Context: an optimization exercise on an open-source flow, tuned for small area, a short achievable clock period and few clock cycles per item. The choices shown serve that exercise and are no tape-out recipe.
Function was checked by simulation only, so behaviour that the tests miss may differ from the original.

## sht_codegen
module sht_codegen (
  input  wire         clk,
  input  wire         rst,           
  input  wire [127:0] key,           
  input  wire         req_valid,
  output wire         req_ready,
  input  wire         req_fixed,     
  input  wire [31:0]  req_frame,     
  input  wire [31:0]  req_salt,      
  input  wire [5:0]   req_addr,      
  input  wire [23:0]  req_train,     
  input  wire [5:0]   req_pulses,    
  input  wire [4:0]   req_window,    
  output wire         off_valid,
  input  wire         off_ready,
  output wire [9:0]   off_data,      
  output wire         off_last,      
  output reg  [15:0]  keychk,
  output reg          keychk_valid
);
clock: 12.0 ns
lec_check: 0
cap_margin: 20
cell_pad_in_sites_detail_placement: 2
cell_pad_in_sites_global_placement: 2
core_margin: 2
core_utilization: 30
place_density: 0.5
setup_slack_margin: 5
slew_margin: 20
run.sh (not shown) runs the stock make flow with config.mk's settings and CLKGATE_MAP_FILE= SYNTH_SCRIPT=/design/flow/synth_recipe.tcl, a recipe that flattens the netlist after the stock synthesis.
Testbench counts at the start, summed over its fixed seeds: cycles 37,634, items 25,639.
Next try:
==> flow/flow/run.sh (new file) <==
#!/bin/bash
# Own layout flow: the standard flow (standard.sh), except that the
# synthesis maps the combinational logic with an area-oriented ABC script
# (flow/abc.script) that keeps the XOR gates of the AES datapath as XOR
# cells. Registers are mapped before ABC runs, so they are the standard
# synthesis's. Each step's output goes to a log file in this folder.
set -euo pipefail
W=$(pwd)
export FLOW_ABC_SCRIPT="$W/flow/abc.script"
export FLOW_REF_SYNTH="$W/synth_recipe.tcl"
bash standard.sh SYNTH_SCRIPT="$W/flow/synth_abc.tcl" synth > "$W/synth.log" 2>&1
bash standard.sh SETUP_SLACK_MARGIN=6.5 finish > "$W/layout.log" 2>&1
==> flow/flow/abc.script (new file) <==
strash
&get -n
&dch -f
&nf
&put
==> flow/flow/synth_abc.tcl (new file) <==
# The standard flow's synthesis script (synth_recipe.tcl), with ABC's mapping script
# replaced by flow/abc.script. Everything else, flip-flop mapping included,
# is unchanged.
proc abc {args} {
  set i [lsearch -exact $args -script]
  if { $i >= 0 } {
    lset args [expr { $i + 1 }] $::env(FLOW_ABC_SCRIPT)
  }
  yosys abc {*}$args
}
source $::env(FLOW_REF_SYNTH)
==> flow/standard.sh (new file) <==
#!/bin/bash
# synth_recipe.tcl (not shown) runs the flow's synth.tcl, then flattens the netlist and writes it again
# the make line also repeats each setting of config.mk as NAME=value (left out here)
make -C /OpenROAD-flow-scripts/flow DESIGN_CONFIG=/design/flow/config.mk WORK_HOME=/design/flow/orfs CLKGATE_MAP_FILE= SYNTH_SCRIPT=/design/flow/synth_recipe.tcl "${@:-finish}"
--- a/flow/config.mk
+++ b/flow/config.mk
@@ -7,2 +7,3 @@
 export LEC_CHECK = 0
+export ABC_AREA = 1
 export CAP_MARGIN = 20
removed: flow/run.sh
What happened: The changed run completed with no timing, DRC or antenna violations. Synthesized cell count came out lower by 26%. Global-route usage drops by 1.1 points. First-iteration DRC count drops by 37%. Area after synthesis goes down by 15%. Die area drops by 15%. Setup slack gets better by 1.2 ns. Final cell count went down by 18%. Wire length drops by 20%.
Next try:
==> flow/run.sh (new file) <==
#!/bin/bash
# synth_recipe.tcl (not shown) runs the flow's synth.tcl, then flattens the netlist and writes it again
# the make line also repeats each setting of config.mk as NAME=value (left out here)
make -C /OpenROAD-flow-scripts/flow DESIGN_CONFIG=/design/flow/config.mk WORK_HOME=/design/flow/orfs CLKGATE_MAP_FILE= SYNTH_SCRIPT=/design/flow/synth_recipe.tcl finish
removed: flow/flow/run.sh
removed: flow/flow/abc.script
removed: flow/flow/synth_abc.tcl
removed: flow/standard.sh
=> The new run completed without violations; count of clock-buffer cells in the layout is lower by 1; design area goes up by 12%; core utilization falls by 1.6 points; hold slack hardly moves; maximum frequency hardly moves; synthesized area is higher by 17%.
Next try:
==> flow/flow/run.sh (new file) <==
#!/bin/bash
# Own layout flow: the standard flow (standard.sh), except that the
# synthesis maps the combinational logic with an area-oriented ABC script
# (flow/abc.script) that keeps the XOR gates of the AES datapath as XOR
# cells. Registers are mapped before ABC runs, so they are the standard
# synthesis's. Each step's output goes to a log file in this folder.
set -euo pipefail
W=$(pwd)
export FLOW_ABC_SCRIPT="$W/flow/abc.script"
export FLOW_REF_SYNTH="$W/synth_recipe.tcl"
bash standard.sh SYNTH_SCRIPT="$W/flow/synth_abc.tcl" synth > "$W/synth.log" 2>&1
bash standard.sh SETUP_SLACK_MARGIN=8 finish > "$W/layout.log" 2>&1
==> flow/flow/abc.script (new file) <==
strash
dch
map -a
topo
==> flow/flow/synth_abc.tcl (new file) <==
# The standard flow's synthesis script (synth_recipe.tcl), with ABC's mapping script
# replaced by flow/abc.script. Everything else, flip-flop mapping included,
# is unchanged.
proc abc {args} {
  set i [lsearch -exact $args -script]
  if { $i >= 0 } {
    lset args [expr { $i + 1 }] $::env(FLOW_ABC_SCRIPT)
  }
  yosys abc {*}$args
}
source $::env(FLOW_REF_SYNTH)
==> flow/standard.sh (new file) <==
#!/bin/bash
# synth_recipe.tcl (not shown) runs the flow's synth.tcl, then flattens the netlist and writes it again
# the make line also repeats each setting of config.mk as NAME=value (left out here)
make -C /OpenROAD-flow-scripts/flow DESIGN_CONFIG=/design/flow/config.mk WORK_HOME=/design/flow/orfs CLKGATE_MAP_FILE= SYNTH_SCRIPT=/design/flow/synth_recipe.tcl "${@:-finish}"
removed: flow/run.sh
The new run finished clean.
Sequential share of layout area decreases by 4.4 points.
Register-to-register slack improves by 0.39 ns.
Non-clock buffer count came out higher by 1148.
Hold slack is about the same.
Next try:
==> flow/flow/abc.script (replaced) <==
strash
&get -n
&dch -f
&nf
&put
After rerunning: The new run finished clean; register-to-register slack gains 0.17 ns; utilization came out lower by 0.19 points; routed wire length is lower by 5.6%; critical path depth is lower by 7; cell count goes down by 9.5%; global-route usage drops by 0.84 points; clock skew shrinks by 0.0069 ns; clock-buffer cell count came out lower by 12.

* * *

Setup of job 101:
sht_codegen, a different RTL version from the one above (not shown whole).
For scale: ~6200 cells after synthesis, roughly 1200 flip-flops.
// sht_codegen
module sht_codegen (
  input  wire         clk,
  input  wire         rst,           
  input  wire [127:0] key,           
  input  wire         req_valid,
  output wire         req_ready,
  input  wire         req_fixed,     
  input  wire [31:0]  req_frame,     
  input  wire [31:0]  req_salt,      
  input  wire [5:0]   req_addr,      
  input  wire [23:0]  req_train,     
  input  wire [5:0]   req_pulses,    
  input  wire [4:0]   req_window,    
  output wire         off_valid,
  input  wire         off_ready,
  output wire [9:0]   off_data,      
  output wire         off_last,      
  output reg  [15:0]  keychk,
  output reg          keychk_valid
);
  reg         b_valid;
  reg  [93:0] base;          
  reg  [1:0]  b_lastblk;     
  reg  [2:0]  b_lastcnt;     
  reg  [4:0]  b_win;
  reg         b_fixed;
  reg  [1:0]  jblk;          
  reg  [1:0]   ini;          
  reg  [4:0]   c;            
  reg  [127:0] s;            
  reg  [287:0] x;            
  reg  [127:0] rk;           
  reg  [71:0]  w;            
  ...
Settings: LEC_CHECK=0, CAP_MARGIN=20, CELL_PAD_IN_SITES_DETAIL_PLACEMENT=2, CELL_PAD_IN_SITES_GLOBAL_PLACEMENT=2, CORE_MARGIN=2, CORE_UTILIZATION=30, CTS_CLUSTER_SIZE=24, PLACE_DENSITY=0.5, SETUP_SLACK_MARGIN=5, SLEW_MARGIN=20; clock period 12.0 ns.
standard.sh (not shown) runs the stock make flow with config.mk's settings and CLKGATE_MAP_FILE= SYNTH_SCRIPT=/design/flow/synth_recipe.tcl, a recipe that flattens the netlist after the stock synthesis.
==> flow/flow/run.sh <==
#!/bin/bash
# Own layout flow: the standard flow (standard.sh), except that the
# synthesis maps the combinational logic with an area-oriented ABC script
# (flow/abc.script) that keeps the XOR gates of the AES datapath as XOR
# cells. Registers are mapped before ABC runs, so they are the standard
# synthesis's. Each step's output goes to a log file in this folder.
set -euo pipefail
W=$(pwd)
export FLOW_ABC_SCRIPT="$W/flow/abc.script"
export FLOW_REF_SYNTH="$W/synth_recipe.tcl"
bash standard.sh SYNTH_SCRIPT="$W/flow/synth_abc.tcl" synth > "$W/synth.log" 2>&1
bash standard.sh SETUP_SLACK_MARGIN=8 finish > "$W/layout.log" 2>&1
==> flow/flow/abc.script <==
strash
&get -n
&dch -f
&nf
&put
==> flow/flow/synth_abc.tcl <==
# The standard flow's synthesis script (synth_recipe.tcl), with ABC's mapping script
# replaced by flow/abc.script. Everything else, flip-flop mapping included,
# is unchanged.
proc abc {args} {
  set i [lsearch -exact $args -script]
  if { $i >= 0 } {
    lset args [expr { $i + 1 }] $::env(FLOW_ABC_SCRIPT)
  }
  yosys abc {*}$args
}
source $::env(FLOW_REF_SYNTH)
Testbench counts of job 101, summed over its fixed seeds: cycles 37,634, items 25,639.
Input changes introduced in job 102 (baseline for comparison: job 101):
# job 101
export LEC_CHECK = 0
export CAP_MARGIN = 20
export CELL_PAD_IN_SITES_DETAIL_PLACEMENT = 2
export CELL_PAD_IN_SITES_GLOBAL_PLACEMENT = 2
export CORE_MARGIN = 2
export CORE_UTILIZATION = 30
export CTS_CLUSTER_SIZE = 24
export PLACE_DENSITY = 0.5
export SETUP_SLACK_MARGIN = 5
export SLEW_MARGIN = 20
create_clock -name core_clock -period 12.0 [get_ports {clk}]
# job 102
export LEC_CHECK = 0
export CAP_MARGIN = 20
export CELL_PAD_IN_SITES_DETAIL_PLACEMENT = 2
export CELL_PAD_IN_SITES_GLOBAL_PLACEMENT = 2
export CORE_MARGIN = 2
export CORE_UTILIZATION = 30
export CTS_CLUSTER_DIAMETER = 200
export CTS_CLUSTER_SIZE = 20
export PLACE_DENSITY = 0.5
export SETUP_SLACK_MARGIN = 5
export SLEW_MARGIN = 20
create_clock -name core_clock -period 12.0 [get_ports {clk}]
==> flow/flow/run.sh <==
#!/bin/bash
set -euo pipefail
W=$(pwd)
export FLOW_ABC_SCRIPT="$W/flow/abc.script"
export FLOW_REF_SYNTH="$W/synth_recipe.tcl"
bash standard.sh SYNTH_SCRIPT="$W/flow/synth_abc.tcl" synth > "$W/synth.log" 2>&1
bash standard.sh SETUP_SLACK_MARGIN=8.1 finish > "$W/layout.log" 2>&1
==> notes.md <==
Setup slack in job 102 is 0.089 ns above job 101.
Summary of job 102 over job 101: largest stage delay on the critical path down 0.14 ns; detailed-routed wire length on met3 flat; share of the cycle needed by the critical path after routing down 0.74 points.
Between job 101 and job 102, maximum frequency increased.
Job 101: full flow OK, the timing, design-rule and antenna checks passed
Job 102 ended with every stage complete and zero timing, DRC or antenna violations.
### job 102 -> job 103
# job 102
export LEC_CHECK = 0
export CAP_MARGIN = 20
export CELL_PAD_IN_SITES_DETAIL_PLACEMENT = 2
export CELL_PAD_IN_SITES_GLOBAL_PLACEMENT = 2
export CORE_MARGIN = 2
export CORE_UTILIZATION = 30
export CTS_CLUSTER_DIAMETER = 200
export CTS_CLUSTER_SIZE = 20
export PLACE_DENSITY = 0.5
export SETUP_SLACK_MARGIN = 5
export SLEW_MARGIN = 20
create_clock -name core_clock -period 12.0 [get_ports {clk}]
# job 103
export LEC_CHECK = 0
export CAP_MARGIN = 20
export CELL_PAD_IN_SITES_DETAIL_PLACEMENT = 2
export CELL_PAD_IN_SITES_GLOBAL_PLACEMENT = 2
export CORE_MARGIN = 2
export CORE_UTILIZATION = 60
export CTS_CLUSTER_DIAMETER = 200
export CTS_CLUSTER_SIZE = 20
export PLACE_DENSITY = 0.75
export SETUP_SLACK_MARGIN = 5
export SLEW_MARGIN = 20
create_clock -name core_clock -period 12.0 [get_ports {clk}]
==> flow/flow/run.sh <==
#!/bin/bash
set -euo pipefail
W=$(pwd)
export FLOW_ABC_SCRIPT="$W/flow/abc.script"
export FLOW_REF_SYNTH="$W/synth_recipe.tcl"
bash standard.sh SYNTH_SCRIPT="$W/flow/synth_abc.tcl" synth > "$W/synth.log" 2>&1
bash standard.sh SETUP_SLACK_MARGIN=8.25 finish > "$W/layout.log" 2>&1
==> comparison <==
- Among job 102 and job 103, the run that stopped before the end is job 103, and it is the only one.
- Re proportion of synthesized area in mux cells: no difference whatsoever between job 102 and job 103.
- Between job 102 and job 103, global placement routability congestion is higher for job 103, job 102 comes in under that.
- From job 103 to job 102, number of buffers added on ports did not move at all.
- Re async set-or-reset flop fraction in the synthesized netlist: no difference whatsoever between job 102 and job 103.
- Job 103 against job 102: effective utilization at floorplan rose by 30 points; synthesized cell count stayed essentially flat.
Modified inputs, job 104 compared to job 103
# job 103
export LEC_CHECK = 0
export CAP_MARGIN = 20
export CELL_PAD_IN_SITES_DETAIL_PLACEMENT = 2
export CELL_PAD_IN_SITES_GLOBAL_PLACEMENT = 2
export CORE_MARGIN = 2
export CORE_UTILIZATION = 60
export CTS_CLUSTER_DIAMETER = 200
export CTS_CLUSTER_SIZE = 20
export PLACE_DENSITY = 0.75
export SETUP_SLACK_MARGIN = 5
export SLEW_MARGIN = 20
create_clock -name core_clock -period 12.0 [get_ports {clk}]
# job 104
export LEC_CHECK = 0
export ABC_AREA = 1
export CAP_MARGIN = 20
export CELL_PAD_IN_SITES_DETAIL_PLACEMENT = 2
export CELL_PAD_IN_SITES_GLOBAL_PLACEMENT = 2
export CORE_MARGIN = 2
export CORE_UTILIZATION = 30
export PLACE_DENSITY = 0.5
export SETUP_SLACK_MARGIN = 5
export SLEW_MARGIN = 20
create_clock -name core_clock -period 12.0 [get_ports {clk}]
==> flow/flow/run.sh <==
#!/bin/bash
# Own layout flow: the standard flow (standard.sh), except that the
# synthesis maps the combinational logic with an area-oriented ABC script
# (flow/abc.script) that keeps the XOR gates of the AES datapath as XOR
# cells. Registers are mapped before ABC runs, so they are the standard
# synthesis's. Each step's output goes to a log file in this folder.
set -euo pipefail
W=$(pwd)
export FLOW_ABC_SCRIPT="$W/flow/abc.script"
export FLOW_REF_SYNTH="$W/synth_recipe.tcl"
bash standard.sh SYNTH_SCRIPT="$W/flow/synth_abc.tcl" synth > "$W/synth.log" 2>&1
bash standard.sh SETUP_SLACK_MARGIN=8 finish > "$W/layout.log" 2>&1
--- outcome ---
- Job 104 finished every step from synthesis to the final layout, and the layout passed the timing, design-rule and antenna checks.
- Job 104 — overall die width about 40% higher, job 103 as reference
- Job 104 vs. job 103: initial cell density of the core down 30 points, global placer's final weighted congestion down 0.14.
- On fraction of registers with async set/reset, job 103 and job 104 are basically level.
For job 105, these inputs were changed with respect to job 104:
# job 104
export LEC_CHECK = 0
export ABC_AREA = 1
export CAP_MARGIN = 20
export CELL_PAD_IN_SITES_DETAIL_PLACEMENT = 2
export CELL_PAD_IN_SITES_GLOBAL_PLACEMENT = 2
export CORE_MARGIN = 2
export CORE_UTILIZATION = 30
export PLACE_DENSITY = 0.5
export SETUP_SLACK_MARGIN = 5
export SLEW_MARGIN = 20
create_clock -name core_clock -period 12.0 [get_ports {clk}]
# job 105
export LEC_CHECK = 0
export CAP_MARGIN = 20
export CELL_PAD_IN_SITES_DETAIL_PLACEMENT = 2
export CELL_PAD_IN_SITES_GLOBAL_PLACEMENT = 2
export CORE_MARGIN = 2
export CORE_UTILIZATION = 30
export CTS_CLUSTER_DIAMETER = 200
export CTS_CLUSTER_SIZE = 20
export PLACE_DENSITY = 0.5
export SETUP_SLACK_MARGIN = 5
export SLEW_MARGIN = 20
create_clock -name core_clock -period 12.0 [get_ports {clk}]
diff --git a/flow/flow/run.sh b/flow/flow/run.sh
--- a/flow/flow/run.sh
+++ b/flow/flow/run.sh
@@ -11,2 +11,2 @@
 bash standard.sh SYNTH_SCRIPT="$W/flow/synth_abc.tcl" synth > "$W/synth.log" 2>&1
-bash standard.sh SETUP_SLACK_MARGIN=8 finish > "$W/layout.log" 2>&1
+bash standard.sh SETUP_SLACK_MARGIN=8.5 finish > "$W/layout.log" 2>&1
Results
[compare] base=job 104 new=job 105: clock buffer count in the final layout down 40%; instance count of the mapped netlist about even. Job 105 packs its core tighter than job 104. | met2 track demand over resource in global routing | job 105 vs job 104 | 1.4 points higher |. Relative to job 104, fraction of area in registers decreased by 3.2 points in job 105.

-- afterwards: timing with drivers on the ports --
Ports are ideal in the flow. The routed layouts listed here were re-timed in OpenROAD.
Step 1 (the two cells are an assumption about what drives the block):
set clk [get_ports {clk}]
set_driving_cell -lib_cell sky130_fd_sc_hd__clkbuf_16 $clk
set_driving_cell -lib_cell sky130_fd_sc_hd__buf_2 [delete_from_list [all_inputs] $clk]
Step 2 times the ports against the registers' clock, not the clock port: input delays grow and output delays shrink by t, the midpoint of the rising clock arrivals with the driver on.
Slacks: ideal / step 1 / step 2; pairs: ideal / step 1.
run	t, ns	setup WS [ns]	worst setup path after step 2
the first run of note 1	0.912	5.495 / 5.495 / 5.495	register to register
the second run of note 1	0.880	6.738 / 6.738 / 6.482	input to register
the third run of note 1	0.915	6.733 / 6.733 / 6.332	input to register
the fourth run of note 1	0.885	7.122 / 7.122 / 7.122	register to register
the fifth run of note 1	0.877	7.293 / 7.293 / 7.230	input to register
job 101	0.885	7.974 / 7.979 / 7.156	input to register
job 102	0.799	8.062 / 8.096 / 7.327	input to register
job 104	0.885	7.974 / 7.979 / 7.156	input to register
job 105	0.833	8.268 / 8.176 / 7.709	input to register
After both steps setup and hold are still met in every run listed.
